What follows belongs to an exercise in optimizing a design on an open flow for small area, a short achievable clock period and few clock cycles per item; a production flow would make more cautious choices. The RTL was checked by simulation tests, not by an equivalence proof against the original design. The clock port is modelled as an ideal driver, which makes a skipped or thinned clock tree look cheaper than it is; a real chip needs a root buffer or a tree.

== v29 ==
==> flow/design.v <==
module echo_background (
    input  wire        clk,
    input  wire        rst,
    input  wire        in_valid,
    output wire        in_ready,
    input  wire [19:0] bin,
    input  wire [1:0]  size,        
    input  wire [4:0]  seg_k,       
    input  wire [9:0]  mult,        
    input  wire [9:0]  floor_cnt,   
    output reg         out_valid,
    input  wire        out_ready,
    output reg  [23:0] b16,
    output reg  [24:0] t16
);
    localparam [25:0] INF = 26'h3FFFFFF;    
    localparam B_IDLE = 3'd0, B_SUM = 3'd1, B_DIV = 3'd2, B_MUL0 = 3'd3,
               B_MUL = 3'd4, B_SQRT = 3'd5, B_FIN = 3'd6, B_OUT = 3'd7;
    reg [2:0]  bst;             
    reg [4:0]  cnt;             
    reg [10:0] bin_cnt;         
    reg [1:0]  cur_size;        
    reg        f_segend;        
    reg        f_seg0end;       
    reg        f_last;          
    reg        rdy;             
    assign in_ready = rdy;
    wire take = in_valid && rdy;
    wire [10:0] nxt      = bin_cnt + 11'd1;
    wire [10:0] seg_mask = (11'd8 << cur_size) - 11'd1;
    wire [10:0] last_bin = (11'd256 << cur_size) - 11'd1;
    wire        nxt_last = (nxt == last_bin) && !f_last;
    wire        rdy_n    = !((take ? nxt_last : f_last) && (bst != B_IDLE)
                             && !((bst == B_OUT) && out_ready));
    reg         rst_d;           
    reg  [4:0]  cur_seg_k;      
    wire [4:0]  cur_k    = (cur_seg_k == 5'd0) ? 5'd1 : (cur_seg_k > 5'd16) ? 5'd16 : cur_seg_k;
    reg [19:0] d_bin;
    reg        d_segend, d_first, d_last;
    reg [25:0] acc;
    wire [25:0] acc_next = acc + {6'b0, d_bin};
    reg        tgl;             
    reg [25:0] ring [0:15];
    reg [25:0] ca;
    reg [3:0]  cnta;
    reg        acta, firsta, inita;
    wire [25:0] ea  = firsta ? {26{inita}} : ring[15];
    wire        lta = acta && (ca < ea);
    wire        lda = d_segend && !tgl;
    reg [25:0] cb;
    reg [3:0]  cntb;
    reg        actb, lastb;
    wire [25:0] eb  = ring[7];
    wire        ltb = actb && (cb < eb);
    wire        ldb = d_segend && tgl;
    reg [4:0]  s2_k;
    reg [1:0]  s2_size;
    reg [9:0]  s2_mult;         
    reg        acc_on, acc_fin;
    reg [30:0] A;               
    reg [3:0]  R;               
    reg [19:0] H;               
    reg [19:0] MC;              
    reg [21:0] SR;              
    wire [4:0]  dtrial = {R, A[30]};
    wire [5:0]  ddiff  = {1'b0, dtrial} - {1'b0, s2_k};
    wire        dge    = !ddiff[5];
    wire        pbit   = (bst == B_SUM) ? s2_mult[0] : A[0];
    wire [20:0] hsum   = {1'b0, H} + {1'b0, MC};
    wire [20:0] psum   = pbit ? hsum : {1'b0, H};
    wire [23:0] strial = {SR, H[19:18]};
    wire [23:0] ssub   = {2'b00, MC, 2'b01};
    wire [24:0] sdiff  = {1'b0, strial} - {1'b0, ssub};
    wire        sge    = !sdiff[24];
    always @(posedge clk) begin
        if (rst) begin
            bin_cnt   <= 11'd0;
            f_segend  <= 1'b0;
            f_seg0end <= 1'b0;
            f_last    <= 1'b0;
            d_segend  <= 1'b0;
            d_first   <= 1'b0;
            d_last    <= 1'b0;
            tgl       <= 1'b0;
            acta      <= 1'b0;
            actb      <= 1'b0;
            firsta    <= 1'b0;
            rdy       <= 1'b1;
            bst       <= B_IDLE;
            acc_on    <= 1'b0;
            acc_fin   <= 1'b0;
        end else begin
            rdy      <= rdy_n;
            d_segend <= take && f_segend;
            d_first  <= take && f_seg0end;
            d_last   <= take && f_last;
            if (take) begin
                bin_cnt   <= f_last ? 11'd0 : nxt;
                f_segend  <= (nxt & seg_mask) == seg_mask;
                f_seg0end <= nxt == seg_mask;
                f_last    <= nxt == last_bin;
            end
            if (d_segend) tgl <= !tgl;
            if (acta && cnta == 4'd15) begin
                acta   <= 1'b0;
                firsta <= 1'b0;
            end
            if (lda) begin
                acta   <= 1'b1;
                firsta <= d_first;
            end
            if (actb && cntb == 4'd15) actb <= 1'b0;
            if (ldb) actb <= 1'b1;
            acc_on  <= actb && lastb;
            acc_fin <= actb && lastb && (cntb == 4'd15);
            case (bst)
                B_IDLE: if (take && f_last) bst <= B_SUM;
                B_SUM:  if (acc_fin) bst <= B_DIV;
                B_DIV:  if (cnt == 5'd1) bst <= B_MUL0;
                B_MUL0: bst <= B_MUL;
                B_MUL:  if (cnt == 5'd1) bst <= B_SQRT;
                B_SQRT: if (cnt == 5'd1) bst <= B_FIN;
                B_FIN:  bst <= B_OUT;
                B_OUT:  if (out_ready) bst <= B_IDLE;
                default: bst <= B_IDLE;
            endcase
        end
    end
    wire        t_idle = bst == B_IDLE;
    wire        t_mul0 = bst == B_MUL0;
    wire        t_fin  = bst == B_FIN;
    wire        t_hold = !(t_idle || t_mul0 || t_fin);
    wire [24:0] t_add  = t16 + (t_mul0 ? {1'b0, A[23:0]} : {5'd0, MC});
    always @(posedge clk) begin
        out_valid <= !rst && (t_fin || (out_valid && !out_ready));
        b16 <= ({24{t_mul0}} & A[23:0]) | ({24{!t_mul0}} & b16);
        t16 <= ({25{t_idle}} & {11'd0, floor_cnt, 4'd0})
             | ({25{t_mul0 || t_fin}} & t_add)
             | ({25{t_hold}} & t16);
    end
    integer i;
    always @(posedge clk) begin
        for (i = 1; i < 16; i = i + 1)
            if (i != 8) ring[i] <= ring[i-1];
        ring[0] <= lta ? ca : ea;
        ring[8] <= ltb ? cb : eb;
        if (bin_cnt == 11'd0) begin    
            cur_size <= size;
            cur_seg_k <= seg_k;
        end
        d_bin <= take ? bin : 20'd0;
        rst_d <= rst;
        acc   <= (d_segend || rst_d) ? 26'd0 : acc_next;
        if (lda) begin
            ca    <= acc_next;
            cnta  <= 4'd0;
            inita <= 1'b1;
        end else begin
            if (lta) ca <= ea;
            cnta  <= cnta + 4'd1;
            inita <= {1'b0, cnta + 4'd1} < cur_k;
        end
        if (ldb) begin
            cb    <= acc_next;
            cntb  <= 4'd0;
            lastb <= d_last;
        end else begin
            if (ltb) cb <= eb;
            cntb <= cntb + 4'd1;
        end
        case (bst)
            B_IDLE: begin
                s2_k    <= cur_k;
                s2_size <= size;
                s2_mult <= mult;
                A       <= 31'd0;
                MC      <= {10'd0, mult};
                H       <= 20'd0;
                cnt     <= 5'd10;
            end
            B_SUM: begin
                if (acc_on)
                    A <= A + {ring[8], 1'b0};
                if (cnt != 5'd0) begin    
                    H       <= psum[20:1];
                    s2_mult <= {psum[0], s2_mult[9:1]};
                    cnt     <= cnt - 5'd1;
                end
                if (acc_fin) begin
                    R   <= 4'd0;
                    cnt <= 5'd31 - {3'd0, s2_size};
                end
            end
            B_DIV: begin
                R   <= dge ? ddiff[3:0] : dtrial[3:0];
                A   <= {A[29:0], dge};
                cnt <= cnt - 5'd1;
            end
            B_MUL0: begin
                MC  <= {H[9:0], s2_mult};
                H   <= 20'd0;
                cnt <= 5'd24;
            end
            B_MUL: begin
                H       <= psum[20:1];
                A[23:0] <= {psum[0], A[23:1]};
                cnt     <= cnt - 5'd1;
                if (cnt == 5'd1) begin
                    SR  <= 22'd0;
                    MC  <= 20'd0;
                    cnt <= 5'd20;
                end
            end
            B_SQRT: begin
                SR      <= sge ? sdiff[21:0] : strial[21:0];
                MC      <= {MC[18:0], sge};
                H       <= {H[17:0], A[23:22]};
                A[23:0] <= {A[21:0], 2'b00};
                cnt     <= cnt - 5'd1;
            end
            default: ;
        endcase
    end
endmodule
Settings: LEC_CHECK=0, CAP_MARGIN=20, CORE_MARGIN=2, CORE_UTILIZATION=40, SLEW_MARGIN=20; clock period 12.0 ns.
standard.sh (not shown) runs the stock make flow with config.mk's settings and CLKGATE_MAP_FILE= SYNTH_SCRIPT=/design/flow/synth_recipe.tcl, a recipe that flattens the netlist after the stock synthesis.
==> flow/flow/run.sh <==
#!/bin/bash
# The standard layout (standard.sh: the same synthesis, floorplan, place,
# route and finish), with the SDC and its 12 ns clock unchanged, and two
# changes:
#  - repair_timing is asked for a setup margin, so the resizer works the
#    paths down to about 3.45 ns instead of stopping at 12 ns;
#  - the clock tree is built by flow/cts_tree.tcl (sourced as the PRE_CTS
#    hook): two levels of clkbuf_16, 4 roots fed by the clock port and 32
#    leaf buffers of about 23 flip-flops each, balanced by construction.
set -euo pipefail
here=$(pwd)
bash standard.sh SETUP_SLACK_MARGIN=8.55 PRE_CTS_TCL="$here/flow/cts_tree.tcl" \
  finish > make_finish.log 2>&1
Other scripts of this flow, unchanged in this note and not shown: flow/flow/cts_tree.tcl
Testbench counts of v29, summed over its fixed seeds: cycles 40,445, histograms 96.
Modified inputs, v26 compared to v29
- a change of CORE_UTILIZATION from 40 to 60
- v26 and v29 ended up with nearly the same power.
- In summary, v26 completed successfully, with a layout that passed the timing, design-rule and antenna checks.
- v26 vs. v29: portion of the clock cycle consumed by the worst path in the final layout held; post-placement cell area went down 1.3%.
- Die area in v26 vs v29: down 33%
- v26: all-layer global routing usage higher than v29
- Number of global-route vias before repair: v26 vs v29 up about 0.5%
- Summary — design area, v26 relative to v29: lower, by 1.1%.
- In the tables for v26 and v29, worst setup slack reads higher with v29.
No run of this note takes its clock network from TritonCTS; it comes from the design's own scripts or RTL.

afterwards: timing with drivers on the ports:
Ports are ideal in the flow. The routed layouts listed here were re-timed in OpenROAD. Step 1, drivers: a clkbuf_16 drives clk and a buf_2 each remaining input, both assumed. Step 2 moves the port delays by t, midway between the first and last clock arrival at a register: inputs arrive t later, outputs are due t later. That takes back most of the time a late clock gives input paths. a / b / c = no drivers / after step 1 / after step 2; a / b = the first two.
run | t, ns | setup slack, ns | clock arrival spread, ns | slew at the worst register clock pin (ns) | cell pins on the clock port's net
v29 | 0.506 | 8.569 / 8.443 / 8.264 | 0.047 / 0.047 | 0.10 / 0.10 | 4
v26 | 0.494 | 8.559 / 8.442 / 8.270 | 0.038 / 0.037 | 0.11 / 0.11 | 4
After both steps every run listed still meets setup and hold. For v29, which loses most, drivers alone change the setup slack by -0.126 ns; drivers and shift together by -0.305 ns.
